Background: an optimization exercise with open tools, aiming at small area, a short achievable clock period and few clock cycles. Do not read the settings as production practice.
The RTL was checked by simulation tests, not by an equivalence proof against the original design.
Power figures rest on the tool's default switching activity, not on a simulated workload.

File: config.mk
export PLATFORM = sky130hd
export DESIGN_NAME = fchain
export DESIGN_NICKNAME = fchain
export VERILOG_FILES = /design/flow/design.v
export SDC_FILE = /design/flow/constraint.sdc
export NUM_CORES = 4
export LEC_CHECK = 0
export CAP_MARGIN = 20
export CORE_MARGIN = 2
export CORE_UTILIZATION = 25
export PLACE_DENSITY = 0.45
export SLEW_MARGIN = 20
File: constraint.sdc
create_clock -name core_clock -period 30.0 [get_ports {clk}]
set_input_delay 6.0000 -clock core_clock [delete_from_list [all_inputs] [get_ports {clk}]]
set_output_delay 6.0000 -clock core_clock [all_outputs]
set_load 0.01 [all_outputs]
File: design.v
module fchain_rom (
    input  wire [3:0]  bank,
    input  wire [4:0]  phi,
    input  wire        pass,
    output reg         two,
    output reg  [5:0]  act,
    output reg  [19:0] sel,
    output reg  [35:0] d0,
    output reg  [35:0] d1,
    output reg  [35:0] d2,
    output reg  [35:0] d3,
    output reg  [35:0] d4,
    output reg  [35:0] d5
);
    always @(*) begin
        two = 1'b0;
        act = 6'd0;
        sel = 20'd0;
        d0 = 36'd0;
        d1 = 36'd0;
        d2 = 36'd0;
        d3 = 36'd0;
        d4 = 36'd0;
        d5 = 36'd0;
        case ({bank, phi, pass})
            {4'd0, 5'd0, 1'b0}: begin act = 6'h01; sel = 20'h00001; d0 = 36'h200000000; end
            {4'd1, 5'd0, 1'b0}: begin act = 6'h07; sel = 20'h00007; d0 = 36'h040000000; d1 = 36'h380000000; d2 = 36'h040000000; end
            {4'd2, 5'd0, 1'b0}: begin act = 6'h1f; sel = 20'h0001f; d0 = 36'h008000000; d1 = 36'h040000000; d2 = 36'h0b0000000; d3 = 36'h040000000; d4 = 36'h008000000; end
            {4'd3, 5'd0, 1'b0}: begin act = 6'h3f; sel = 20'h048bf; d0 = 36'h000200000; d1 = 36'h00e000000; d2 = 36'h015000000; d3 = 36'h046000000; d4 = 36'h042c00000; d5 = 36'h046000000; end
            {4'd4, 5'd0, 1'b0}: begin act = 6'h01; sel = 20'h00001; d0 = 36'h200000000; end
            {4'd5, 5'd0, 1'b0}: begin act = 6'h1f; sel = 20'h0001f; d0 = 36'h008000000; d1 = 36'h040000000; d2 = 36'h0b0000000; d3 = 36'h040000000; d4 = 36'h008000000; end
            {4'd6, 5'd0, 1'b0}: begin act = 6'h3f; sel = 20'h048bf; d0 = 36'h000200000; d1 = 36'h00e000000; d2 = 36'h015000000; d3 = 36'h046000000; d4 = 36'h042c00000; d5 = 36'h046000000; end
            {4'd7, 5'd0, 1'b0}: begin act = 6'h3f; sel = 20'h9247f; d0 = 36'h000210c41; d1 = 36'h001c0d18d; d2 = 36'h005b72cae; d3 = 36'h005a72a30; d4 = 36'h016545568; d5 = 36'h068381c0e; end
            {4'd7, 5'd1, 1'b0}: begin act = 6'h3f; sel = 20'h0003f; two = 1'b1; d0 = 36'h001c6806e; d1 = 36'h005428548; d2 = 36'h02a149cb1; d3 = 36'h00d249a01; d4 = 36'h06d58e570; d5 = 36'h071249c4e; end
            {4'd7, 5'd1, 1'b1}: begin act = 6'h0f; sel = 20'h42a00; d0 = 36'h001b8dc55; d1 = 36'h006009241; d2 = 36'h000371071; d3 = 36'h000571a6e; end
            {4'd7, 5'd2, 1'b0}: begin act = 6'h3f; sel = 20'h0003f; two = 1'b1; d0 = 36'h000571a6e; d1 = 36'h000371071; d2 = 36'h006009241; d3 = 36'h001b8dc55; d4 = 36'h071249c4e; d5 = 36'h06d58e570; end
            {4'd7, 5'd2, 1'b1}: begin act = 6'h0f; sel = 20'h42a00; d0 = 36'h00d249a01; d1 = 36'h02a149cb1; d2 = 36'h005428548; d3 = 36'h001c6806e; end
            {4'd8, 5'd0, 1'b0}: begin act = 6'h07; sel = 20'h00007; d0 = 36'h040000000; d1 = 36'h380000000; d2 = 36'h040000000; end
            {4'd9, 5'd0, 1'b0}: begin act = 6'h3f; sel = 20'h9247f; d0 = 36'h000040000; d1 = 36'h001b80000; d2 = 36'h00da40000; d3 = 36'h010c00000; d4 = 36'h069380000; d5 = 36'h040a00000; end
            {4'd10, 5'd0, 1'b0}: begin act = 6'h3f; sel = 20'h9247f; d0 = 36'h0011702ad; d1 = 36'h000b80241; d2 = 36'h005cb0356; d3 = 36'h001b4e201; d4 = 36'h009149b71; d5 = 36'h015368168; end
            {4'd10, 5'd1, 1'b0}: begin act = 6'h3f; sel = 20'h0003f; two = 1'b1; d0 = 36'h000041031; d1 = 36'h005b81a46; d2 = 36'h000ab1180; d3 = 36'h008190a86; d4 = 36'h015009aa8; d5 = 36'h00aa86045; end
            {4'd10, 5'd1, 1'b1}: begin act = 6'h0f; sel = 20'h42a00; d0 = 36'h002b4d0a9; d1 = 36'h005a10b80; d2 = 36'h00534da46; d3 = 36'h001a002b1; end
            {4'd10, 5'd2, 1'b0}: begin act = 6'h3f; sel = 20'h2913f; d0 = 36'h000549286; d1 = 36'h005ab1c41; d2 = 36'h00534d00e; d3 = 36'h00da6d269; d4 = 36'h015c4db68; d5 = 36'h015c4db68; end
            {4'd10, 5'd3, 1'b0}: begin act = 6'h3f; sel = 20'h0003f; two = 1'b1; d0 = 36'h001a002b1; d1 = 36'h00534da46; d2 = 36'h005a10b80; d3 = 36'h002b4d0a9; d4 = 36'h00aa86045; d5 = 36'h015009aa8; end
            {4'd10, 5'd3, 1'b1}: begin act = 6'h0f; sel = 20'h42a00; d0 = 36'h008190a86; d1 = 36'h000ab1180; d2 = 36'h005b81a46; d3 = 36'h000041031; end
            {4'd11, 5'd0, 1'b0}: begin act = 6'h0f; sel = 20'h0000f; d0 = 36'h000188180; d1 = 36'h001aa954e; d2 = 36'h002a2e2ae; d3 = 36'h001b50005; end
            {4'd11, 5'd1, 1'b0}: begin act = 6'h07; sel = 20'h00007; d0 = 36'h001a6db49; d1 = 36'h002a2d0a8; d2 = 36'h001a6db49; end
            {4'd11, 5'd2, 1'b0}: begin act = 6'h0f; sel = 20'h0000f; d0 = 36'h001b50005; d1 = 36'h002a2e2ae; d2 = 36'h001aa954e; d3 = 36'h000188180; end
            {4'd11, 5'd3, 1'b0}: begin act = 6'h0f; sel = 20'h0000f; d0 = 36'h001b89540; d1 = 36'h002a30085; d2 = 36'h0011400b0; d3 = 36'h0001892a9; end
            {4'd11, 5'd4, 1'b0}: begin act = 6'h0f; sel = 20'h0000f; d0 = 36'h001c4d389; d1 = 36'h002b4856d; d2 = 36'h00100dc71; d3 = 36'h000170249; end
            {4'd11, 5'd5, 1'b0}: begin act = 6'h0f; sel = 20'h0000f; d0 = 36'h001c0122d; d1 = 36'h002b45208; d2 = 36'h001049b95; d3 = 36'h000169a0d; end
            {4'd11, 5'd6, 1'b0}: begin act = 6'h0f; sel = 20'h0000f; d0 = 36'h000540a45; d1 = 36'h002b71b48; d2 = 36'h001396256; d3 = 36'h00014db80; end
            {4'd11, 5'd7, 1'b0}: begin act = 6'h0f; sel = 20'h0000f; d0 = 36'h000285006; d1 = 36'h002b81a0d; d2 = 36'h001355555; d3 = 36'h00003218e; end
            {4'd11, 5'd8, 1'b0}: begin act = 6'h0f; sel = 20'h0000f; d0 = 36'h00024518d; d1 = 36'h002c50c00; d2 = 36'h001210140; d3 = 36'h00000e406; end
            {4'd11, 5'd9, 1'b0}: begin act = 6'h0f; sel = 20'h0000f; d0 = 36'h000200cb1; d1 = 36'h002c69031; d2 = 36'h001250b96; d3 = 36'h000068589; end
            {4'd11, 5'd10, 1'b0}: begin act = 6'h0f; sel = 20'h0000f; d0 = 36'h000341356; d1 = 36'h002c01205; d2 = 36'h001595c00; d3 = 36'h000050c70; end
            {4'd11, 5'd11, 1'b0}: begin act = 6'h0f; sel = 20'h0000f; d0 = 36'h000388a48; d1 = 36'h001548589; d2 = 36'h001548589; d3 = 36'h000388a48; end
            {4'd11, 5'd12, 1'b0}: begin act = 6'h0f; sel = 20'h0000f; d0 = 36'h000050c70; d1 = 36'h001595c00; d2 = 36'h002c01205; d3 = 36'h000341356; end
            {4'd11, 5'd13, 1'b0}: begin act = 6'h0f; sel = 20'h0000f; d0 = 36'h000068589; d1 = 36'h001250b96; d2 = 36'h002c69031; d3 = 36'h000200cb1; end
            {4'd11, 5'd14, 1'b0}: begin act = 6'h0f; sel = 20'h0000f; d0 = 36'h00000e406; d1 = 36'h001210140; d2 = 36'h002c50c00; d3 = 36'h00024518d; end
            {4'd11, 5'd15, 1'b0}: begin act = 6'h0f; sel = 20'h0000f; d0 = 36'h00003218e; d1 = 36'h001355555; d2 = 36'h002b81a0d; d3 = 36'h000285006; end
            {4'd11, 5'd16, 1'b0}: begin act = 6'h0f; sel = 20'h0000f; d0 = 36'h00014db80; d1 = 36'h001396256; d2 = 36'h002b71b48; d3 = 36'h000540a45; end
            {4'd11, 5'd17, 1'b0}: begin act = 6'h0f; sel = 20'h0000f; d0 = 36'h000169a0d; d1 = 36'h001049b95; d2 = 36'h002b45208; d3 = 36'h001c0122d; end
            {4'd11, 5'd18, 1'b0}: begin act = 6'h0f; sel = 20'h0000f; d0 = 36'h000170249; d1 = 36'h00100dc71; d2 = 36'h002b4856d; d3 = 36'h001c4d389; end
            {4'd11, 5'd19, 1'b0}: begin act = 6'h0f; sel = 20'h0000f; d0 = 36'h0001892a9; d1 = 36'h0011400b0; d2 = 36'h002a30085; d3 = 36'h001b89540; end
            default: ;
        endcase
    end
endmodule
module fchain_booth #(
    parameter ND = 12,
    parameter PW = 32 + 2 * ND
) (
    input  wire [31:0]     a,
    input  wire [3*ND-1:0] dg,
    input  wire [PW-1:0]   c,
    output wire [PW-1:0]   p
);
    wire [32:0] a1 = {a[31], a};
    wire [32:0] a2 = {a, 1'b0};
    wire [PW-1:0] row [0:ND];
    genvar j;
    generate
        for (j = 0; j < ND; j = j + 1) begin : g_row
            wire one = dg[3*j], two = dg[3*j+1], neg = dg[3*j+2];
            wire [32:0] pp = (({33{one}} & a1) | ({33{two}} & a2)) ^ {33{neg}};
            if (j == 0) begin : g_first
                assign row[j] = {{(PW-35){1'b0}}, ~pp[32], pp[32], pp[32:0]};
            end else begin : g_next
                wire [PW-1:0] t = {{(PW-36){1'b0}}, 1'b1, ~pp[32], pp[31:0], 1'b0, dg[3*j-1]};
                assign row[j] = t << (2*j - 2);
            end
        end
    endgenerate
    assign row[ND] = ({{(PW-1){1'b0}}, dg[3*ND-1]} << (2*ND - 2)) + c;
    reg [PW-1:0] sum;
    integer k;
    always @(*) begin
        sum = {PW{1'b0}};
        for (k = 0; k <= ND; k = k + 1)
            sum = sum + row[k];
    end
    assign p = sum;
endmodule
module fchain_benc #(
    parameter BW = 16,
    parameter ND = (BW + 1) / 2
) (
    input  wire [BW-1:0]   b,
    output wire [3*ND-1:0] dg
);
    wire [2*ND:0] be = {{(2*ND-BW+1){b[BW-1]}}, b, 1'b0};
    genvar j;
    generate
        for (j = 0; j < ND; j = j + 1) begin : g_dig
            wire b2 = be[2*j+2], b1 = be[2*j+1], b0 = be[2*j];
            assign dg[3*j]   = b1 ^ b0;
            assign dg[3*j+1] = (b2 & ~b1 & ~b0) | (~b2 & b1 & b0);
            assign dg[3*j+2] = b2 & ~(b1 & b0);
        end
    endgenerate
endmodule
module fchain (
    input  wire        clk,
    input  wire        rst,
    output reg         in_ready,
    input  wire        in_valid,
    input  wire [31:0] in_value,
    input  wire        in_missing,
    input  wire        cfg_valid,
    input  wire [3:0]  cfg_bank,
    input  wire [31:0] cfg_gain,
    input  wire [31:0] cfg_offset,
    output reg         out_valid,
    output reg  [31:0] out_value,
    output reg         out_missing,
    output reg         out_settling,
    output reg         out_ovr,
    output reg  [3:0]  out_gap_count
);
    localparam HLEN = 78;               
    localparam NS   = 11;               
    localparam NU   = 6;                
    localparam SELW = 20;               
    localparam DW   = 36;               
    function [6:0] f_taps(input [3:0] b);
        case (b)
            4'd0:  f_taps = 7'd1;
            4'd1:  f_taps = 7'd3;
            4'd2:  f_taps = 7'd5;
            4'd3:  f_taps = 7'd9;
            4'd4:  f_taps = 7'd1;
            4'd5:  f_taps = 7'd5;
            4'd6:  f_taps = 7'd9;
            4'd7:  f_taps = 7'd31;
            4'd8:  f_taps = 7'd3;
            4'd9:  f_taps = 7'd11;
            4'd10: f_taps = 7'd41;
            4'd11: f_taps = 7'd79;
            default: f_taps = 7'd1;
        endcase
    endfunction
    function [4:0] f_r(input [3:0] b);
        case (b)
            4'd7:  f_r = 5'd3;
            4'd10: f_r = 5'd4;
            4'd11: f_r = 5'd20;
            default: f_r = 5'd1;
        endcase
    endfunction
    function f_two(input [3:0] b, input [4:0] ph);
        f_two = ((b == 4'd7) && (ph == 5'd1 || ph == 5'd2)) ||
                ((b == 4'd10) && (ph == 5'd1 || ph == 5'd3));
    endfunction
    function [4:0] f_rphi(input [3:0] b);
        case (b)
            4'd11: f_rphi = 5'd2;
            default: f_rphi = 5'd0;
        endcase
    endfunction
    reg  [3:0]  bank;
    reg  [31:0] gain;
    reg  [31:0] offset;
    reg  [31:0] hold;
    reg  [6:0]  miss_run;
    reg         need_restart;
    reg         restarted;
    reg  [6:0]  since_restart;
    reg  [4:0]  phase;
    reg         after_cfg;              
    reg  [HLEN:0] sub_hist;             
    wire [6:0]  taps  = f_taps(bank);
    wire [4:0]  dec_r = f_r(bank);
    reg         a_valid;
    reg         a_cfg;
    reg         a_rp;                   
    reg  [31:0] a_value;
    reg         a_missing;
    reg  [3:0]  a_bank;
    reg  [31:0] a_gain;
    reg  [31:0] a_offset;
    wire take = in_ready && (in_valid || cfg_valid);
    wire b_go = a_valid && !a_rp;       
    wire [3:0] bank_n  = (b_go && a_cfg) ? a_bank : bank;
    wire       rp_arm  = (b_go ? a_cfg : after_cfg) && (bank_n != 4'd0) && (bank_n != 4'd4);
    wire need_rp = in_valid && !cfg_valid && in_missing && rp_arm;
    wire [4:0] phase_n = !b_go ? phase : a_cfg ? 5'd0 :
                         (phase == dec_r - 5'd1) ? 5'd0 : phase + 5'd1;
    wire       two_arm = f_two(bank_n, phase_n);
    wire need_bub = in_valid && !cfg_valid && two_arm;
    wire        b_in        = b_go && !a_cfg;
    wire        restart_now = need_restart && !a_missing;
    wire [31:0] sub_value   = a_missing ? hold : a_value;
    wire [6:0]  miss_next   = a_missing ? (miss_run == 7'd127 ? miss_run : miss_run + 7'd1)
                                        : 7'd0;
    wire        restarted_n = restarted || restart_now;
    wire [6:0]  since_n     = restart_now ? 7'd1 :
                              (since_restart == 7'd127 ? since_restart : since_restart + 7'd1);
    wire        settle_n    = !restarted_n || (since_n < taps);
    reg         b_valid;
    reg         b_cfg;
    reg  [31:0] b_x;
    reg         b_restart;
    reg         b_outpos;
    reg  [4:0]  b_phi;
    reg         b_settle;
    reg         b_miss;
    wire [49:0] s1_lo_n;
    wire [47:0] s1_hi_n;
    wire [26:0] g_lo;
    wire [23:0] g_hi;
    fchain_benc #(.BW(17)) u_elo (.b({1'b0, gain[15:0]}), .dg(g_lo));
    fchain_benc #(.BW(16)) u_ehi (.b(gain[31:16]), .dg(g_hi));
    fchain_booth #(.ND(9)) u_slo (
        .a(b_x), .dg(g_lo), .c(50'd536870912), .p(s1_lo_n));
    fchain_booth #(.ND(8)) u_shi (
        .a(b_x), .dg(g_hi), .c({offset[31], offset[31], offset, 14'd0}), .p(s1_hi_n));
    wire [HLEN:0] gap_bits;
    genvar gg;
    generate
        for (gg = 0; gg <= HLEN; gg = gg + 1) begin : g_gap
            assign gap_bits[gg] = sub_hist[gg] && (gg < taps);
        end
    endgenerate
    wire [6:0] gap_cnt;
    fchain_popc u_popc (.x({1'b0, gap_bits}), .n(gap_cnt));
    reg         s1_valid;
    reg         s1_cfg;
    reg  [49:0] s1_lo;
    reg  [47:0] s1_hi;
    reg  [3:0]  s1_bank;
    reg         s1_restart;
    reg         s1_outpos;
    reg  [4:0]  s1_phi;
    reg         s1_settle;
    reg         s1_miss;
    reg  [3:0]  s1_gap;
    wire [63:0] sc_sum = {{14{s1_lo[49]}}, s1_lo} + {s1_hi, 16'd0};
    wire [33:0] sc_sh  = sc_sum[63:30];
    wire        sc_hi  = !sc_sh[33] && (sc_sh[32:31] != 2'b00);
    wire        sc_lo  =  sc_sh[33] && (sc_sh[32:31] != 2'b11);
    wire [31:0] sc_y   = sc_hi ? 32'h7fff_ffff : sc_lo ? 32'h8000_0000 : sc_sh[31:0];
    wire        sc_sat = sc_hi || sc_lo;
    reg  [6:0]  since_sat;              
    wire [6:0]  since_sat_n = sc_sat ? 7'd0 :
                              (since_sat == 7'd127 ? since_sat : since_sat + 7'd1);
    wire [6:0]  s1_taps = f_taps(s1_bank);
    wire [7:0]  s1_span = {1'b0, s1_taps} + {2'b00, s1_taps[6:1]};
    reg  [31:0] hist [0:HLEN-1];        
    reg  [6:0]  depth;                  
    localparam RP_IDLE = 2'd0, RP_WAIT = 2'd1, RP_ROT = 2'd2;
    reg  [1:0]  rp_state;
    reg  [6:0]  rp_cnt;
    reg  [4:0]  rp_phi;
    reg         p2_pend;                
    reg  [31:0] p2_y;
    reg  [3:0]  p2_bank;
    reg  [4:0]  p2_phi;
    wire        rp_rot  = (rp_state == RP_ROT);
    wire        rp_adv  = rp_rot && !p2_pend;           
    wire [6:0]  rp_idx  = 7'd77 - rp_cnt;              
    wire        rp_feed = rp_adv && (rp_idx < taps - 7'd1);
    wire [31:0] rp_y    = (rp_idx < depth) ? hist[HLEN-1] : 32'd0;
    wire        s2_in    = s1_valid && !s1_cfg;
    wire [3:0]  rom_bank = p2_pend ? p2_bank : rp_feed ? bank   : s1_bank;
    wire [4:0]  rom_phi  = p2_pend ? p2_phi  : rp_feed ? rp_phi : s1_phi;
    wire        rom_two;
    wire [NU-1:0] rom_act;
    wire [SELW-1:0] rom_sel;
    wire [DW-1:0] rd [0:NU-1];
    fchain_rom u_rom (
        .bank(rom_bank), .phi(rom_phi), .pass(p2_pend), .two(rom_two),
        .act(rom_act), .sel(rom_sel),
        .d0(rd[0]), .d1(rd[1]), .d2(rd[2]), .d3(rd[3]), .d4(rd[4]), .d5(rd[5])
    );
    wire [31:0] m1_y_n = p2_pend ? p2_y : rp_feed ? rp_y : sc_y;
    wire        s2_p1  = s2_in || rp_feed;              
    reg         m1_valid;
    reg         m1_cfg;
    reg         m1_emit;                
    reg         m1_restart;
    reg         m1_outpos;
    reg  [31:0] m1_y [0:NU-1];          
    reg  [DW-1:0] m1_d [0:NU-1];
    reg  [SELW-1:0] m1_sel;
    reg         m1_settle;
    reg         m1_miss;
    reg  [3:0]  m1_gap;
    reg         m1_ovrw;
    wire [34:0] p_n [0:NU-1];
    genvar gp;
    generate
        for (gp = 0; gp < NU; gp = gp + 1) begin : g_prod
            wire [55:0] pf;
            fchain_booth #(.ND(12)) u_mul (.a(m1_y[gp]), .dg(m1_d[gp]), .c(56'd0), .p(pf));
            assign p_n[gp] = pf[55:21];
        end
    endgenerate
    reg         m2_valid;
    reg         m2_cfg;
    reg         m2_emit;
    reg         m2_restart;
    reg         m2_outpos;
    reg  [34:0] m2_p [0:NU-1];
    reg  [SELW-1:0] m2_sel;
    reg         m2_settle;
    reg         m2_miss;
    reg  [3:0]  m2_gap;
    reg         m2_ovrw;
    reg  [33:0] acc [0:NS-1];
    reg  [33:0] res [0:NS-1];
    reg         acc_clr;                
    wire [34:0] tp [0:NS-1];
    wire [SELW-1:0] sl = m2_sel;
    assign tp[0]  = {35{sl[0]}} & m2_p[0];
    assign tp[1]  = {35{sl[1]}} & m2_p[1];
    assign tp[2]  = {35{sl[2]}} & m2_p[2];
    assign tp[3]  = {35{sl[3]}} & m2_p[3];
    assign tp[4]  = {35{sl[4]}} & m2_p[4];
    assign tp[5]  = {35{sl[5]}} & m2_p[5];
    assign tp[6]  = ({35{sl[6]}}  & m2_p[4]) | ({35{sl[7]}}  & m2_p[2]) |
                    ({35{sl[8]}}  & m2_p[3]) | ({35{sl[9]}}  & m2_p[0]);
    assign tp[7]  = ({35{sl[10]}} & m2_p[3]) | ({35{sl[11]}} & m2_p[1]) |
                    ({35{sl[12]}} & m2_p[2]);
    assign tp[8]  = ({35{sl[13]}} & m2_p[2]) | ({35{sl[14]}} & m2_p[0]) |
                    ({35{sl[15]}} & m2_p[1]);
    assign tp[9]  = ({35{sl[16]}} & m2_p[1]) | ({35{sl[17]}} & m2_p[0]) |
                    ({35{sl[18]}} & m2_p[3]);
    assign tp[10] = {35{sl[19]}} & m2_p[0];
    integer ai;
    always @(*) begin
        for (ai = 0; ai < NS; ai = ai + 1)
            res[ai] = (m2_restart ? 34'd0 : acc[ai]) + tp[ai][34:1] + {33'd0, tp[ai][0]};
    end
    reg         o_valid;
    reg  [33:0] o_fir;
    reg         o_settle;
    reg         o_miss;
    reg  [3:0]  o_gap;
    reg         o_ovrw;
    wire        fir_hi = !o_fir[33] && (o_fir[32:31] != 2'b00);
    wire        fir_lo =  o_fir[33] && (o_fir[32:31] != 2'b11);
    wire [31:0] fir_y  = fir_hi ? 32'h7fff_ffff : fir_lo ? 32'h8000_0000 : o_fir[31:0];
    wire        o_mis  = o_miss || o_settle;
    integer i;
    always @(posedge clk) begin
        if (rst) begin
            in_ready      <= 1'b1;
            a_valid       <= 1'b0;
            a_rp          <= 1'b0;
            bank          <= 4'd0;
            gain          <= 32'h4000_0000;
            offset        <= 32'd0;
            hold          <= 32'd0;
            miss_run      <= 7'd0;
            need_restart  <= 1'b1;
            restarted     <= 1'b0;
            since_restart <= 7'd0;
            phase         <= 5'd0;
            after_cfg     <= 1'b0;
            sub_hist      <= {(HLEN+1){1'b0}};
            b_valid       <= 1'b0;
            s1_valid      <= 1'b0;
            since_sat     <= 7'd127;
            depth         <= 7'd0;
            rp_state      <= RP_IDLE;
            p2_pend       <= 1'b0;
            m1_valid      <= 1'b0;
            m2_valid      <= 1'b0;
            o_valid       <= 1'b0;
            out_valid     <= 1'b0;
        end else begin
            if (b_go || !a_valid) begin
                a_valid  <= take;
                a_rp     <= take && need_rp;
                in_ready <= !(take && (need_rp || need_bub));
            end else if (rp_adv && rp_cnt == 7'd77) begin
                a_rp     <= 1'b0;
                in_ready <= 1'b1;
            end
            b_valid <= b_go;
            if (b_go && a_cfg) begin
                bank         <= a_bank;
                gain         <= a_gain;
                offset       <= a_offset;
                phase        <= 5'd0;
                need_restart <= 1'b1;
                restarted    <= 1'b0;
                after_cfg    <= 1'b1;
            end
            if (b_in) begin
                phase     <= (phase == dec_r - 5'd1) ? 5'd0 : phase + 5'd1;
                if (!a_missing)
                    hold <= a_value;
                miss_run      <= miss_next;
                need_restart  <= (need_restart && a_missing) || (miss_next >= taps);
                restarted     <= restarted_n;
                since_restart <= since_n;
                after_cfg     <= 1'b0;
                sub_hist      <= {sub_hist[HLEN-1:0], a_missing};
            end
            s1_valid <= b_valid;
            if (s2_in) begin
                since_sat <= since_sat_n;
                depth     <= s1_restart ? 7'd1 : (depth == HLEN ? depth : depth + 7'd1);
            end
            case (rp_state)
                RP_IDLE: if (a_valid && a_rp) begin
                    rp_state <= RP_WAIT;
                end
                RP_WAIT: begin
                    if (rp_cnt == 7'd1)
                        rp_state <= RP_ROT;
                end
                default: begin
                    if (rp_adv && rp_cnt == 7'd77)
                        rp_state <= RP_IDLE;
                end
            endcase
            p2_pend  <= !p2_pend && s2_p1 && rom_two;
            m1_valid <= s1_valid || rp_feed || p2_pend;
            m2_valid  <= m1_valid;
            o_valid   <= m2_valid && m2_emit;
            out_valid <= o_valid;
        end
    end
    always @(posedge clk) begin
        if (in_ready) begin
            a_value   <= in_value;
            a_missing <= in_missing;
            a_cfg     <= cfg_valid;
            a_bank    <= cfg_bank;
            a_gain    <= cfg_gain;
            a_offset  <= cfg_offset;
        end
        b_cfg     <= a_cfg;
        b_x       <= sub_value;
        b_restart <= restart_now;
        b_outpos  <= (phase == 5'd0);
        b_phi     <= phase;
        b_settle  <= settle_n;
        b_miss    <= a_missing;
        s1_cfg     <= b_cfg;
        s1_lo      <= s1_lo_n;
        s1_hi      <= s1_hi_n;
        s1_bank    <= bank;
        s1_restart <= b_restart;
        s1_outpos  <= b_outpos;
        s1_phi     <= b_phi;
        s1_settle  <= b_settle;
        s1_miss    <= b_miss;
        s1_gap     <= (gap_cnt > 7'd15) ? 4'd15 : gap_cnt[3:0];
        if (s2_in || rp_adv) begin
            for (i = HLEN - 1; i > 0; i = i - 1)
                hist[i] <= hist[i-1];
            hist[0] <= rp_rot ? hist[HLEN-1] : sc_y;
        end
        if (!p2_pend) begin
            p2_y    <= m1_y_n;
            p2_bank <= rom_bank;
            p2_phi  <= rom_phi;
        end
        case (rp_state)
            RP_IDLE: rp_cnt <= 7'd0;
            RP_WAIT: begin
                rp_cnt <= (rp_cnt == 7'd1) ? 7'd0 : rp_cnt + 7'd1;
                rp_phi <= f_rphi(bank);
            end
            default: if (rp_adv) begin
                rp_cnt <= rp_cnt + 7'd1;
                if (rp_feed)
                    rp_phi <= (rp_phi == dec_r - 5'd1) ? 5'd0 : rp_phi + 5'd1;
            end
        endcase
        m1_cfg     <= s1_cfg && !p2_pend;
        m1_emit    <= s2_in && s1_outpos && !p2_pend;
        m1_restart <= s2_in && s1_restart && !p2_pend;
        m1_outpos  <= p2_pend ? 1'b0 : rp_feed ? (rp_phi == 5'd0) : s1_outpos;
        for (i = 0; i < NU; i = i + 1) begin
            m1_y[i] <= rom_act[i] ? m1_y_n : 32'd0;
            m1_d[i] <= rd[i];
        end
        m1_sel     <= rom_sel;
        m1_settle  <= s1_settle;
        m1_miss    <= s1_miss;
        m1_gap     <= s1_gap;
        m1_ovrw    <= ({1'b0, since_sat_n} < s1_span);
        m2_cfg     <= m1_cfg;
        m2_emit    <= m1_emit;
        m2_restart <= m1_restart;
        m2_outpos  <= m1_outpos;
        for (i = 0; i < NU; i = i + 1)
            m2_p[i] <= p_n[i];
        m2_sel     <= m1_sel;
        m2_settle  <= m1_settle;
        m2_miss    <= m1_miss;
        m2_gap     <= m1_gap;
        m2_ovrw    <= m1_ovrw;
        acc_clr <= rst;
        if (acc_clr || (m2_valid && m2_cfg)) begin
            for (i = 0; i < NS; i = i + 1)
                acc[i] <= 34'd0;
        end else if (m2_valid && m2_outpos) begin
            for (i = 0; i < NS - 1; i = i + 1)
                acc[i] <= res[i+1];
            acc[NS-1] <= 34'd0;
        end else if (m2_valid) begin
            for (i = 0; i < NS; i = i + 1)
                acc[i] <= res[i];
        end
        o_fir    <= res[0];
        o_settle <= m2_settle;
        o_miss   <= m2_miss;
        o_gap    <= m2_gap;
        o_ovrw   <= m2_ovrw;
        out_value     <= o_mis ? 32'd0 : fir_y;
        out_missing   <= o_mis;
        out_settling  <= o_settle;
        out_ovr       <= fir_hi || fir_lo || o_ovrw;
        out_gap_count <= o_gap;
    end
endmodule
module fchain_popc (
    input  wire [79:0] x,
    output wire [6:0]  n
);
    wire [1:0] l1 [0:39];
    wire [2:0] l2 [0:19];
    wire [3:0] l3 [0:9];
    wire [4:0] l4 [0:4];
    genvar g;
    generate
        for (g = 0; g < 40; g = g + 1) begin : g1
            assign l1[g] = {1'b0, x[2*g]} + {1'b0, x[2*g+1]};
        end
        for (g = 0; g < 20; g = g + 1) begin : g2
            assign l2[g] = {1'b0, l1[2*g]} + {1'b0, l1[2*g+1]};
        end
        for (g = 0; g < 10; g = g + 1) begin : g3
            assign l3[g] = {1'b0, l2[2*g]} + {1'b0, l2[2*g+1]};
        end
        for (g = 0; g < 5; g = g + 1) begin : g4
            assign l4[g] = {1'b0, l3[2*g]} + {1'b0, l3[2*g+1]};
        end
    endgenerate
    assign n = {2'b00, l4[0]} + {2'b00, l4[1]} + {2'b00, l4[2]} + {2'b00, l4[3]} + {2'b00, l4[4]};
endmodule
File: run.sh
#!/bin/bash
# synth_recipe.tcl (not shown) runs the flow's synth.tcl, then flattens the netlist and writes it again
# the make line also repeats each setting of config.mk as NAME=value (left out here)
make -C /OpenROAD-flow-scripts/flow DESIGN_CONFIG=/design/flow/config.mk WORK_HOME=/design/flow/orfs CLKGATE_MAP_FILE= SYNTH_SCRIPT=/design/flow/synth_recipe.tcl finish
==> summary.txt, run 1 <==
Final layout
  • Final #Nets: 29,500
  • Final instance area: 314,000 µm²
  • Most frequent cells in the layout: edfxtp_1 (2,651), inv_1 (2,367), a22oi_1 (2,226)
  • Layout cells sized above 1: 6.52%
  • Area Overhead vs Synth: 12.1%
  • Most common cell after layout, fill and taps aside: edfxtp_1

STA
  • Max-slew violations: 0
  • # setup viols final: 0
  • Worst-Margin Slew: between 1 and 1.5 ns
  • Fin Clk Skew: around 0.15 ns
  • RSZ-0062 raised after global routing: false
  • Peak Freq: roughly 90 MHz
  • Share of the clock period used by the worst path: 36.4%
  • WHS: 0.270 ns
  • Slew headroom: between 10% and 20%
  • Setup TNS: 0 ns
  • Crit path time final: 10.91 ns
  • Final Hold Fails: 0

Logic synthesis
  • Post-synthesis mux area share: around 1.1%
  • Synthesized area: 280,000 µm²
  • Synth top area cells: edfxtp_1 (28%), fa_1 (14%), dfxtp_1 (10%)
  • Mean area per synthesized cell: 10.6 µm²
  • Primary FF master, synth: edfxtp_1
  • Seq/Total Area, Yosys: 38.7%
  • EDFF count, synth: 2,651
  • Asr flop ratio synth: 0%
  • Share of the synthesized area in the top cell type: 28.5%
  • Net Count, Synth: 30,100
  • Mapped Cells: between 20,000 and 30,000
  • Synth Register Bits: ~4,100
  • Yosys top cell by area: edfxtp_1
  • Ys Warns: 18
  • Synth Area in Adders: 21.3%
  • Compound-gate portion of the synthesized area: 14.4%
  • Post-Synth XOR/XNOR Area: 10.2%
  • Simple-gate share of the synthesized area: about 8.6%
  • Post-synth cell types: 107
  • Main combinational cell family by area after synthesis: adder cells

Clock network
  • Clock Tree Buf Depth: 5
  • Root Driver: clkbuf_16
  • CTS resizes: 0
  • Clock transition at path regs: 0.06 ns
  • Htree depth: 5
  • Inserted Clock Buffers: around 470
  • Post-CTS Setup Bufs: 0
  • Post-CTS Hold Fix Bufs: 0
  • Skew-Pair Late Insertion Delay: 1.13 ns
  • CTS tree: yes
  • Total clock sinks: 4,076

Floorplan
  • Num rows: 388
  • IO Count: 146
  • Die Wd: 1060 µm
  • Core area: ~1,100,000 µm²
  • Starting density of the core: 25.1%
  • Die Y: 1060 µm
  • Full die area: 1,130,000 µm²

Min path
  • Hold WC Path Type: flop to flop
  • Hold Crit Endpoint: hist[39][9]$_DFFE_PP_
  • Min-delay src: hist[38][9]$_DFFE_PP_
  • Hold path depth: 0

GRT
  • Largest net degree at the start of global routing: 187
  • Initial antenna violation count: 108
  • Gr usage total: 16.5%
  • First-pass GRT wire length: ~1,400,000 µm
  • Vias in the first global route: 203,000
  • Gr ovfl total: 0

Critical path
  • WP data required: 30.90 ns
  • CP dominant cell by count: fa_1
  • Reg2reg end: m2_p[5][27]$_DFF_P_
  • FF-to-FF Start: m1_y[5][3]$_SDFF_PN0_
  • Critical path arrival: 11.81 ns
  • Top fanout value on the critical path: 20
  • Reg2Reg Depth: 38
  • Slowest CP cell: dfxtp_1
  • Reg2reg setup slack: 19.09 ns
  • CP max stage delay: 0.84 ns
  • WS Path Type: flop to flop
  • Crit end category: flop
  • Worst Setup Start Kind: flop

Detailed routing
  • DRT iter0 DRCs: a little under 20,000
  • Vias per cell: between 4 and 5
  • Routed wire length: between 900,000 and 1,000,000 µm
  • DR vias: 200,000
  • Routed len/inst: 23.2 µm
  • DR DRC count: 0
  • First-pass iteration count of the detailed router: 10
  • Final ANT Viol Nets: 0

Outcome
  • Status: timing/DRC/antenna clean

Job
  • Max_cap viols: 0

Power and ir drop
  • Leakage: 122 nW
  • VDD IR-drop max: roughly 0.21 mV
  • P per Cell Area: slightly below 70 nW/µm²

Placed design
  • Placed Area: 298,000 µm²
  • IO Port Bufs: 145
  • RePlAce Congestion: about 0.9
  • DPL Wire Length: ~680,000 µm
layer usage:
layer  track usage [%]  wire length [µm]
met1              23.2            437000
met2              25.5            419000
met3              2.70             61900
met4              5.69             35300
met5                 0               145
flip-flops by register name, summed over array words and instances, names as in the netlist, 34 cells and up:
name / cells
s1_hi: 48
m1_d: 175
o_fir: 34
m1_y: 160
sub_hist: 79
acc: 374
s1_lo: 34
hist: 2496
m2_p: 210
final cells by class:
cell class | count | area, µm²
Fill cell | 116000 | 802000
Multi-Input combinational cell | 18100 | 156000
Sequential cell | 4076 | 108000
Tap cell | 14800 | 18500
Clock buffer | 598 | 12700
Inverter | 2374 | 8920
Timing Repair Buffer | 744 | 6070
Clock inverter | 254 | 2540
Antenna cell | 67 | 168
where the power goes:
part | leakage [nW] | switching [W] | total, W | internal, W
Sequential | 36.0 | 0.000661 | 0.00713 | 0.00647
Combinational | 78.2 | 0.00587 | 0.00844 | 0.00256
Clock | 7.41 | 0.00242 | 0.00576 | 0.00334
Total | 122 | 0.00895 | 0.0213 | 0.0124
cells in the mapped netlist (39+ instances only):
| cell | count |
|---|---|
| edfxtp_1 | 2651 |
| inv_1 | 2370 |
| a22oi_1 | 2227 |
| fa_1 | 1911 |
| xnor2_1 | 1839 |
| ha_1 | 1714 |
| clkbuf_1 | 1565 |
| nand2_1 | 1481 |
| dfxtp_1 | 1425 |
| xor2_1 | 1417 |
| a21oi_1 | 1287 |
| nor2_1 | 1271 |
| o21ai_0 | 662 |
| nor2b_1 | 541 |
| and2_1 | 445 |
| a21o_1 | 413 |
| nor3_1 | 291 |
| mux2i_1 | 264 |
| buf_1 | 237 |
| nand3_1 | 234 |
| a211oi_1 | 218 |
| o21a_1 | 218 |
| nand2b_1 | 193 |
| nand4_1 | 158 |
| a222oi_1 | 106 |
| a31oi_1 | 99 |
| and3_1 | 89 |
| o21bai_1 | 88 |
| or3_1 | 54 |
| o211ai_1 | 53 |
| nor4_1 | 52 |
| a21boi_0 | 51 |
| o31ai_1 | 51 |
| or2_2 | 51 |
| a311oi_1 | 50 |
| a211o_1 | 42 |
| mux2_2 | 39 |
critical path, delay by kind of cell, from the launching register on:
kind / cells / cell delay (ns)
DFF: 1 / 0.84
AOI/OAI and AO/OA: 18 / 5.29
and+or+nand+nor: 5 / 0.71
buffers and inverters: 5 / 0.41
adders and majority gates: 7 / 3.10
xor gates and xnor gates: 3 / 0.42
logic make-up (layout without fill, tap and decap cells):
| logic type | count (synthesis) | in the layout |
|---|---|---|
| flip-flops | 4076 | 4076 |
| adder cells (fa/ha/maj) | 3625 | 3625 |
| AO/OA/AOI/OAI | 5906 | 5906 |
| AND/OR/NAND/NOR | 5004 | 5004 |
| XOR/XNOR | 3258 | 3258 |
| other | 0 | 67 |
| buffers and inverters | 4208 | 3970 |
| multiplexers | 307 | 307 |
stage by stage:
step	total power, W	cells	utilization, %	setup WS, ns
after floorplan	0.0113	26400	-	-11.86
after detailed placement	0.0156	40100	26.7	19.13
final	0.0213	41000	28.1	19.09
after CTS	0.0215	41000	28.1	19.07
after global routing	0.0224	41000	28.1	18.26
after global placement	0.0156	40100	26.7	19.00
worst max-delay path by stage:
stage | from | to | slack [ns] | cells after the start
finish | m1_y[5][3]$_SDFF_PN0_ | m2_p[5][27]$_DFF_P_ | 19.09 | 38
detailed placement | taps[6]$_SDFF_PN0_ | s1_gap[2]$_SDFF_PN1_ | 19.13 | 31
CTS | gain[17]$_SDFFE_PP0P_ | s1_hi[44]$_DFF_P_ | 19.07 | 32
global route | m1_y[5][3]$_SDFF_PN0_ | m2_p[5][27]$_DFF_P_ | 18.26 | 38
global placement | taps[6]$_SDFF_PN0_ | s1_gap[2]$_SDFF_PN1_ | 19.00 | 31
floorplan | p2_pend$_SDFF_PP0_ | hist[0][0]$_DFFE_PP_ | -11.86 | 7
Testbench counts, summed over its fixed seeds: cycles 19,051.
==> run 2, diff against run 1 <==
--- a/design.v
+++ b/design.v
@@ -74,11 +74,13 @@
     input  wire [31:0]     a,
     input  wire [3*ND-1:0] dg,
     input  wire [PW-1:0]   c,
+    output wire [PW-1:0]   ps,
+    output wire [PW-1:0]   pc,
     output wire [PW-1:0]   p
 );
     wire [32:0] a1 = {a[31], a};
     wire [32:0] a2 = {a, 1'b0};
-    wire [PW-1:0] row [0:ND];
+    wire [PW-1:0] row [0:ND+1];
     genvar j;
     generate
         for (j = 0; j < ND; j = j + 1) begin : g_row
@@ -92,15 +94,75 @@
             end
         end
     endgenerate
-    assign row[ND] = ({{(PW-1){1'b0}}, dg[3*ND-1]} << (2*ND - 2)) + c;
-    reg [PW-1:0] sum;
-    integer k;
-    always @(*) begin
-        sum = {PW{1'b0}};
-        for (k = 0; k <= ND; k = k + 1)
-            sum = sum + row[k];
-    end
-    assign p = sum;
+    assign row[ND]   = {{(PW-1){1'b0}}, dg[3*ND-1]} << (2*ND - 2);
+    assign row[ND+1] = c;
+    wire [(ND+2)*PW-1:0] rows;
+    generate
+        for (j = 0; j <= ND + 1; j = j + 1) begin : g_pack
+            assign rows[j*PW +: PW] = row[j];
+        end
+    endgenerate
+    fchain_csa #(.N(ND + 2), .W(PW)) u_csa (.x(rows), .s(ps), .c(pc));
+    assign p = ps + pc;
+endmodule
+module fchain_csa #(
+    parameter N = 13,
+    parameter W = 56
+) (
+    input  wire [N*W-1:0] x,
+    output wire [W-1:0]   s,
+    output wire [W-1:0]   c
+);
+    function integer f_rows(input integer l);
+        integer k, n;
+        begin
+            n = N;
+            for (k = 0; k < l; k = k + 1)
+                n = 2 * (n / 3) + n % 3;
+            f_rows = n;
+        end
+    endfunction
+    function integer f_levels(input integer dummy);
+        integer k;
+        begin
+            k = 0;
+            while (f_rows(k) > 2)
+                k = k + 1;
+            f_levels = k;
+        end
+    endfunction
+    localparam NL = f_levels(0);
+    wire [N*W-1:0] lv [0:NL];
+    assign lv[0] = x;
+    genvar l, g;
+    generate
+        for (l = 0; l < NL; l = l + 1) begin : g_lev
+            localparam NI = f_rows(l);
+            localparam NG = NI / 3;
+            for (g = 0; g < NG; g = g + 1) begin : g_fa
+                wire [W-1:0] a = lv[l][(3*g)*W +: W];
+                wire [W-1:0] b = lv[l][(3*g+1)*W +: W];
+                wire [W-1:0] d = lv[l][(3*g+2)*W +: W];
+                wire [W-1:0] mj = (a & b) | (a & d) | (b & d);
+                assign lv[l+1][(2*g)*W +: W]   = a ^ b ^ d;
+                assign lv[l+1][(2*g+1)*W +: W] = {mj[W-2:0], 1'b0};
+            end
+            for (g = 0; g < NI % 3; g = g + 1) begin : g_pass
+                assign lv[l+1][(2*NG+g)*W +: W] = lv[l][(3*NG+g)*W +: W];
+            end
+            if (N > 2*NG + NI % 3) begin : g_pad
+                assign lv[l+1][N*W-1:(2*NG+NI%3)*W] = {((N-2*NG-NI%3)*W){1'b0}};
+            end
+        end
+    endgenerate
+    assign s = lv[NL][W-1:0];
+    generate
+        if (f_rows(NL) > 1) begin : g_c
+            assign c = lv[NL][2*W-1:W];
+        end else begin : g_nc
+            assign c = {W{1'b0}};
+        end
+    endgenerate
 endmodule
 module fchain_benc #(
     parameter BW = 16,
@@ -179,7 +241,8 @@
         endcase
     endfunction
     reg  [3:0]  bank;
-    reg  [31:0] gain;
+    reg  [47:0] gain_dg;                
+    wire [47:0] a_gain_dg;
     reg  [31:0] offset;
     reg  [31:0] hold;
     reg  [6:0]  miss_run;
@@ -199,6 +262,7 @@
     reg  [3:0]  a_bank;
     reg  [31:0] a_gain;
     reg  [31:0] a_offset;
+    fchain_benc #(.BW(32)) u_genc (.b(a_gain), .dg(a_gain_dg));
     wire take = in_ready && (in_valid || cfg_valid);
     wire b_go = a_valid && !a_rp;       
     wire [3:0] bank_n  = (b_go && a_cfg) ? a_bank : bank;
@@ -225,16 +289,10 @@
     reg  [4:0]  b_phi;
     reg         b_settle;
     reg         b_miss;
-    wire [49:0] s1_lo_n;
-    wire [47:0] s1_hi_n;
-    wire [26:0] g_lo;
-    wire [23:0] g_hi;
-    fchain_benc #(.BW(17)) u_elo (.b({1'b0, gain[15:0]}), .dg(g_lo));
-    fchain_benc #(.BW(16)) u_ehi (.b(gain[31:16]), .dg(g_hi));
-    fchain_booth #(.ND(9)) u_slo (
-        .a(b_x), .dg(g_lo), .c(50'd536870912), .p(s1_lo_n));
-    fchain_booth #(.ND(8)) u_shi (
-        .a(b_x), .dg(g_hi), .c({offset[31], offset[31], offset, 14'd0}), .p(s1_hi_n));
+    wire [63:0] s1_ss_n, s1_sc_n, s1_sp_n;
+    fchain_booth #(.ND(16)) u_scale (
+        .a(b_x), .dg(gain_dg), .c({{2{offset[31]}}, offset, 30'd536870912}),
+        .ps(s1_ss_n), .pc(s1_sc_n), .p(s1_sp_n));
     wire [HLEN:0] gap_bits;
     genvar gg;
     generate
@@ -242,20 +300,44 @@
             assign gap_bits[gg] = sub_hist[gg] && (gg < taps);
         end
     endgenerate
-    wire [6:0] gap_cnt;
-    fchain_popc u_popc (.x({1'b0, gap_bits}), .n(gap_cnt));
+    wire [31:0] gap_grp;
+    wire [79:0] gap_pad = {1'b0, gap_bits};
+    wire [159:0] gap_num;                 
+    genvar gq;
+    generate
+        for (gq = 0; gq < 80; gq = gq + 1) begin : g_num
+            assign gap_num[gq*2 +: 2] = {1'b0, gap_pad[gq]};
+        end
+        for (gq = 0; gq < 8; gq = gq + 1) begin : g_grp
+            wire [3:0] cnt;
+            fchain_popc #(.N(10), .W(4)) u_popc (
+                .x({{2'b00, gap_num[gq*20+18 +: 2]}, {2'b00, gap_num[gq*20+16 +: 2]},
+                    {2'b00, gap_num[gq*20+14 +: 2]}, {2'b00, gap_num[gq*20+12 +: 2]},
+                    {2'b00, gap_num[gq*20+10 +: 2]}, {2'b00, gap_num[gq*20+8 +: 2]},
+                    {2'b00, gap_num[gq*20+6 +: 2]},  {2'b00, gap_num[gq*20+4 +: 2]},
+                    {2'b00, gap_num[gq*20+2 +: 2]},  {2'b00, gap_num[gq*20 +: 2]}}),
+                .n(cnt));
+            assign gap_grp[gq*4 +: 4] = cnt;
+        end
+    endgenerate
     reg         s1_valid;
     reg         s1_cfg;
-    reg  [49:0] s1_lo;
-    reg  [47:0] s1_hi;
+    reg  [63:0] s1_ss;
+    reg  [63:0] s1_sc;
     reg  [3:0]  s1_bank;
     reg         s1_restart;
     reg         s1_outpos;
     reg  [4:0]  s1_phi;
     reg         s1_settle;
     reg         s1_miss;
-    reg  [3:0]  s1_gap;
-    wire [63:0] sc_sum = {{14{s1_lo[49]}}, s1_lo} + {s1_hi, 16'd0};
+    reg  [31:0] s1_gap;
+    wire [6:0]  gap_cnt;
+    fchain_popc #(.N(8), .W(7)) u_gsum (
+        .x({{3'd0, s1_gap[31:28]}, {3'd0, s1_gap[27:24]}, {3'd0, s1_gap[23:20]},
+            {3'd0, s1_gap[19:16]}, {3'd0, s1_gap[15:12]}, {3'd0, s1_gap[11:8]},
+            {3'd0, s1_gap[7:4]},   {3'd0, s1_gap[3:0]}}),
+        .n(gap_cnt));
+    wire [63:0] sc_sum = s1_ss + s1_sc;
     wire [33:0] sc_sh  = sc_sum[63:30];
     wire        sc_hi  = !sc_sh[33] && (sc_sh[32:31] != 2'b00);
     wire        sc_lo  =  sc_sh[33] && (sc_sh[32:31] != 2'b11);
@@ -312,7 +394,9 @@
     generate
         for (gp = 0; gp < NU; gp = gp + 1) begin : g_prod
             wire [55:0] pf;
-            fchain_booth #(.ND(12)) u_mul (.a(m1_y[gp]), .dg(m1_d[gp]), .c(56'd0), .p(pf));
+            wire [55:0] pf_s, pf_c;
+            fchain_booth #(.ND(12)) u_mul (.a(m1_y[gp]), .dg(m1_d[gp]), .c(56'd0),
+                                           .ps(pf_s), .pc(pf_c), .p(pf));
             assign p_n[gp] = pf[55:21];
         end
     endgenerate
@@ -369,7 +453,7 @@
             a_valid       <= 1'b0;
             a_rp          <= 1'b0;
             bank          <= 4'd0;
-            gain          <= 32'h4000_0000;
+            gain_dg       <= 48'h2000_0000_0000;    
             offset        <= 32'd0;
             hold          <= 32'd0;
             miss_run      <= 7'd0;
@@ -401,7 +485,7 @@
             b_valid <= b_go;
             if (b_go && a_cfg) begin
                 bank         <= a_bank;
-                gain         <= a_gain;
+                gain_dg      <= a_gain_dg;
                 offset       <= a_offset;
                 phase        <= 5'd0;
                 need_restart <= 1'b1;
@@ -461,15 +545,15 @@
         b_settle  <= settle_n;
         b_miss    <= a_missing;
         s1_cfg     <= b_cfg;
-        s1_lo      <= s1_lo_n;
-        s1_hi      <= s1_hi_n;
+        s1_ss      <= s1_ss_n;
+        s1_sc      <= s1_sc_n;
         s1_bank    <= bank;
         s1_restart <= b_restart;
         s1_outpos  <= b_outpos;
         s1_phi     <= b_phi;
         s1_settle  <= b_settle;
         s1_miss    <= b_miss;
-        s1_gap     <= (gap_cnt > 7'd15) ? 4'd15 : gap_cnt[3:0];
+        s1_gap     <= gap_grp;
         if (s2_in || rp_adv) begin
             for (i = HLEN - 1; i > 0; i = i - 1)
                 hist[i] <= hist[i-1];
@@ -503,7 +587,7 @@
         m1_sel     <= rom_sel;
         m1_settle  <= s1_settle;
         m1_miss    <= s1_miss;
-        m1_gap     <= s1_gap;
+        m1_gap     <= (gap_cnt > 7'd15) ? 4'd15 : gap_cnt[3:0];
         m1_ovrw    <= ({1'b0, since_sat_n} < s1_span);
         m2_cfg     <= m1_cfg;
         m2_emit    <= m1_emit;
@@ -540,28 +624,14 @@
         out_gap_count <= o_gap;
     end
 endmodule
-module fchain_popc (
-    input  wire [79:0] x,
-    output wire [6:0]  n
+module fchain_popc #(
+    parameter N = 10,
+    parameter W = 4
+) (
+    input  wire [N*W-1:0] x,
+    output wire [W-1:0]   n
 );
-    wire [1:0] l1 [0:39];
-    wire [2:0] l2 [0:19];
-    wire [3:0] l3 [0:9];
-    wire [4:0] l4 [0:4];
-    genvar g;
-    generate
-        for (g = 0; g < 40; g = g + 1) begin : g1
-            assign l1[g] = {1'b0, x[2*g]} + {1'b0, x[2*g+1]};
-        end
-        for (g = 0; g < 20; g = g + 1) begin : g2
-            assign l2[g] = {1'b0, l1[2*g]} + {1'b0, l1[2*g+1]};
-        end
-        for (g = 0; g < 10; g = g + 1) begin : g3
-            assign l3[g] = {1'b0, l2[2*g]} + {1'b0, l2[2*g+1]};
-        end
-        for (g = 0; g < 5; g = g + 1) begin : g4
-            assign l4[g] = {1'b0, l3[2*g]} + {1'b0, l3[2*g+1]};
-        end
-    endgenerate
-    assign n = {2'b00, l4[0]} + {2'b00, l4[1]} + {2'b00, l4[2]} + {2'b00, l4[3]} + {2'b00, l4[4]};
+    wire [W-1:0] cs_s, cs_c;
+    fchain_csa #(.N(N), .W(W)) u_csa (.x(x), .s(cs_s), .c(cs_c));
+    assign n = cs_s + cs_c;
 endmodule
--- a/config.mk
+++ b/config.mk
@@ -7,6 +7,6 @@
 export LEC_CHECK = 0
 export CAP_MARGIN = 20
 export CORE_MARGIN = 2
-export CORE_UTILIZATION = 25
-export PLACE_DENSITY = 0.45
+export CORE_UTILIZATION = 40
+export PLACE_DENSITY = 0.55
 export SLEW_MARGIN = 20
==> run 2 against run 1 <==
Still clean; clock skew up 0.023 ns; utilization up 16 points; cell count down 15%; critical path depth down 37; routed wire length down 9.0%; hold slack better by 0.017 ns; register-to-register slack better by 2.5 ns; non-clock buffer count down 113; critical endpoint is now in_ready; largest cell class unchanged.
==> summary.txt, run 2 <==
Floorplan
  • Die Wd: 845 µm (was 1060 µm)
  • Num rows: 309 (was 388)
  • Die Y: 845 µm (was 1060 µm)
  • Core area: 707,000 µm² (was 1,120,000 µm²)
  • Full die area: 715,000 µm² (was 1,130,000 µm²)
  • Starting density of the core: 40.1% (was 25.1%)
  • IO Count: 146 (unchanged)

Logic synthesis
  • Mean area per synthesized cell: 11.0 µm² (was 10.6 µm²)
  • Synthesized area: 283,000 µm² (was 280,000 µm²)
  • Primary FF master, synth: edfxtp_1 (unchanged)
  • Synth Register Bits: 4,153 (was 4,076)
  • Post-synth cell types: 107 (unchanged)
  • Ys Warns: 20 (was 18)
  • Synth top area cells: edfxtp_1 (28%), fa_1 (16%), dfxtp_1 (11%) (was edfxtp_1 (28%), fa_1 (14%), dfxtp_1 (10%))
  • EDFF count, synth: 2,651 (unchanged)
  • Compound-gate portion of the synthesized area: 12.8% (was 14.4%)
  • Asr flop ratio synth: 0% (unchanged)
  • Post-synthesis mux area share: 1.05% (was 1.13%)
  • Main combinational cell family by area after synthesis: adder cells (unchanged)
  • Share of the synthesized area in the top cell type: 28.1% (was 28.5%)
  • Post-Synth XOR/XNOR Area: 9.33% (was 10.2%)
  • Top cells by count, synth: inv_1 (2,760), edfxtp_1 (2,651), a22oi_1 (2,271), fa_1 (2,246), ha_1 (1,932) (was edfxtp_1 (2,651), inv_1 (2,370), a22oi_1 (2,227), fa_1 (1,911), xnor2_1 (1,839))
  • Mapped Cells: 25,800 (was 26,400)
  • Most frequent cell after synthesis: inv_1 (was edfxtp_1)
  • Simple-gate share of the synthesized area: 7.44% (was 8.62%)
  • Synth Area in Adders: 24.5% (was 21.3%)
  • Yosys top cell by area: edfxtp_1 (unchanged)
  • Seq/Total Area, Yosys: 38.7% (about the same)
  • Net Count, Synth: 30,100 (about the same)

Critical path
  • CP bufs+invs: 1 (was 5)
  • Top fanout value on the critical path: 32 (was 20)
  • Stages on worst setup path: 1 (was 38)
  • CP max stage delay: 0.63 ns (was 0.84 ns)
  • Reg2reg setup slack: 21.55 ns (was 19.09 ns)
  • CP endpoint: in_ready (was m2_p[5][27]$_DFF_P_)
  • Worst Setup Start Kind: flop (unchanged)
  • WS Path Type: flop to output pin (was flop to flop)
  • Slowest CP cell: dfxtp_4 (was dfxtp_1)
  • Top delay family on crit path: flip-flops (was compound AO/OA/AOI/OAI gates)
  • Crit end category: output pin (was flop)
  • FF-to-FF Start: m1_d[5][29]$_DFF_P_ (was m1_y[5][3]$_SDFF_PN0_)
  • Reg2Reg Depth: 24 (was 38)
  • WP data required: 24.00 ns (was 30.90 ns)
  • Crit path cell chain: clkdlybuf4s50_1
  • Reg2reg end: m2_p[5][29]$_DFF_P_ (was m2_p[5][27]$_DFF_P_)
  • Crit. Startpoint: in_ready$_SDFFE_PP1P_ (was m1_y[5][3]$_SDFF_PN0_)
  • Critical path arrival: 2.47 ns (was 11.81 ns)

Detailed routing
  • DR vias: 194,000 (was 200,000)
  • Met3 wire length: 74,500 µm (was 61,900 µm)
  • Top routing layer used: met5 (unchanged)
  • DR DRC count: 0 (unchanged)
  • Routed wire length: 868,000 µm (was 954,000 µm)
  • Final ANT Viol Nets: 0 (unchanged)
  • DRT iter0 DRCs: 19,200 (was 19,500)
  • Routed len/inst: 24.9 µm (was 23.2 µm)
  • Met1 wire length: 377,000 µm (was 437,000 µm)
  • First-pass iteration count of the detailed router: 15 (was 10)
  • Vias per cell: 5.58 (was 4.87)
  • Met2 WL: 378,000 µm (was 419,000 µm)

STA
  • # setup viols final: 0 (unchanged)
  • Slew headroom: 13.6% (was 16.9%)
  • Setup TNS: 0 ns (unchanged)
  • Max-slew violations: 0 (unchanged)
  • RSZ-0062 raised after global routing: false (unchanged)
  • Final Hold Fails: 0 (unchanged)
  • Peak Freq: 118 MHz (was 91.6 MHz)
  • Share of the clock period used by the worst path: 28.2% (was 36.4%)
  • WHS: 0.287 ns (was 0.270 ns)
  • Worst-Margin Slew: 1.29 ns (was 1.24 ns)
  • Crit path time final: 8.47 ns (was 10.91 ns)
  • Fin Clk Skew: 0.175 ns (was 0.151 ns)

GRT
  • Gr usage total: 23.7% (was 16.5%)
  • Largest net degree at the start of global routing: 215 (was 187)
  • Vias in the first global route: 197,000 (was 203,000)
  • First-pass GRT wire length: 1,290,000 µm (was 1,400,000 µm)
  • Gr ovfl total: 0 (unchanged)
  • Initial antenna violation count: 88 (was 108)

Clock network
  • CTS tree: yes (unchanged)
  • Post-CTS Hold Fix Bufs: 0 (unchanged)
  • Inserted Clock Buffers: 438 (was 468)
  • Clock Tree Buf Depth: 4 (was 5)
  • CTS resizes: 0 (unchanged)
  • Htree depth: 5 (unchanged)
  • Root Driver: clkbuf_16 (unchanged)
  • Skew-Pair Late Insertion Delay: 1.15 ns (was 1.13 ns)
  • Clock transition at path regs: 0.06 ns (about the same)
  • Post-CTS Setup Bufs: 0 (unchanged)
  • Total clock sinks: 4,153 (was 4,076)

Placed design
  • IO Port Bufs: 145 (unchanged)
  • RePlAce Congestion: 0.942 (was 0.901)
  • DP Cell Count: 34,000 (was 40,100)
  • Placed Area: 294,000 µm² (was 298,000 µm²)
  • DPL Wire Length: 608,000 µm (was 676,000 µm)

Final layout
  • Layout cells sized above 1: 5.88% (was 6.52%)
  • Most common cell after layout, fill and taps aside: inv_1 (was edfxtp_1)
  • Final instance area: 308,000 µm² (was 314,000 µm²)
  • Largest registers: hist (2496), acc (374), m2_p (210) (unchanged)
  • Max FFs per register: 2,496 (unchanged)
  • Area Overhead vs Synth: 8.90% (was 12.1%)
  • Most frequent cells in the layout: inv_1 (2,759), edfxtp_1 (2,651), a22oi_1 (2,271) (was edfxtp_1 (2,651), inv_1 (2,367), a22oi_1 (2,226))
  • Final #Nets: 29,300 (was 29,500)
  • Layout fillers: 66,500 (was 116,000)
  • Most flops, register: hist (unchanged)
  • Fin cells: 34,800 (was 41,000)

Outcome
  • Status: timing/DRC/antenna clean (unchanged)

Power and ir drop
  • P per Cell Area: 63.9 nW/µm² (was 68.0 nW/µm²)
  • VDD IR-drop max: 0.127 mV (was 0.210 mV)
  • Leakage: 120 nW (was 122 nW)

Min path
  • Hold WC Path Type: flop to flop (unchanged)

Job
  • Max_cap viols: 0 (unchanged)
==> run 2: cell types whose count changed after synthesis, sizes merged, moves of 87 or more <==
| cell | before | now |
|---|---|---|
| a21o | 413 | 276 |
| a21oi | 1287 | 953 |
| fa | 1911 | 2246 |
| ha | 1714 | 1932 |
| inv | 2372 | 2764 |
| nand2 | 1482 | 1146 |
| nor2 | 1273 | 1110 |
| nor3 | 302 | 215 |
| xor2 | 1417 | 1093 |
==> run 2: area by class of cell <==
type                    instances  area [µm²]  share of cell area (%)
inverters                    2771       10400                    3.37
multi-input cells           17100      156000                    50.7
clock inverters               265        3030                   0.981
well taps                    9330       11700                    3.79
flip-flops and latches       4153      110000                    35.6
clock buffers                 537       11600                    3.78
repair buffers                631        5290                    1.71
diodes                         41         103                  0.0333
==> run 2: worst min path at each step <==
stage,from,end,slack (ns),cells after the start
after floorplan,s1_miss$_DFF_P_,m1_miss$_DFF_P_,0.31,0
after global placement,m1_sel[5]$_DFF_P_,m2_sel[5]$_DFF_P_,0.31,0
after detailed placement,s1_miss$_DFF_P_,m1_miss$_DFF_P_,0.31,0
after CTS,hist[20][22]$_DFFE_PP_,hist[21][22]$_DFFE_PP_,0.25,0
after global routing,hist[20][22]$_DFFE_PP_,hist[21][22]$_DFFE_PP_,0.27,0
final,hist[20][22]$_DFFE_PP_,hist[21][22]$_DFFE_PP_,0.29,0
==> run 2: where the power goes <==
group,internal (W),leakage [nW],switching [W]
Sequential,0.00654,36.6,0.000744
Clock,0.00314,7.10,0.00241
Combinational,0.00212,76.3,0.00473
==> run 2: routing by layer <==
metal | GRT usage, % | vias up
li1 | - | 87200
met1 | 33.1 | 97500
met2 | 36.1 | 7734
met3 | 5.02 | 1596
met4 | 9.12 | 66
met5 | 0.0133 | -
==> run 2: cell families (layout without fill, tap and decap cells) <==
| kind of cell | after synthesis | in the layout |
|---|---|---|
| multiplexers | 287 | 287 |
| adder cells (fa/ha/maj) | 4196 | 4196 |
| XOR/XNOR | 3013 | 3013 |
| buffers and inverters | 4619 | 4204 |
| AND/OR/NAND/NOR | 4315 | 4315 |
| other | 0 | 41 |
| flip-flops | 4153 | 4153 |
| AO/OA/AOI/OAI | 5259 | 5259 |
==> run 2: metrics by stage <==
| stage | power (W) | utilization (%) | setup slack (ns) |
|---|---|---|---|
| floorplan | 0.0108 | - | -11.81 |
| global placement | 0.0141 | 41.5 | 21.44 |
| detailed placement | 0.0141 | 41.5 | 21.54 |
| CTS | 0.0198 | 43.6 | 21.42 |
| global route | 0.0206 | 43.6 | 21.07 |
| finish | 0.0197 | 43.6 | 21.53 |
Testbench counts of run 2, summed over its fixed seeds: cycles 19,051.

-- separate check: timing with driven ports --
The flow's constraints put no driver on any port. The routed layouts listed below were extracted and timed again, unchanged, in two steps.
Step 1: set_driving_cell puts a clkbuf_16 on clk and a buf_2 on each other input, an assumption about the parent block.
Step 2 moves the port delays by t, midway between the first and last clock arrival at a register: inputs arrive t later, outputs are due t later. That takes back most of the time a late clock gives input paths.
a / b / c = no drivers / after step 1 / after step 2; a / b = the first two.
| run | shift t [ns] | setup slack, ns | worst hold slack (ns) | worst setup path after step 2 | cell pins on the clock port's net |
|---|---|---|---|---|---|
| run 1 | 1.204 | 19.088 / 19.088 / 19.088 | 0.270 / 0.270 / 0.270 | register to register | 1 |
| run 2 | 1.201 | 21.534 / 21.392 / 21.553 | 0.287 / 0.287 / 0.287 | register to register | 1 |
After both steps every run listed still meets setup and hold.
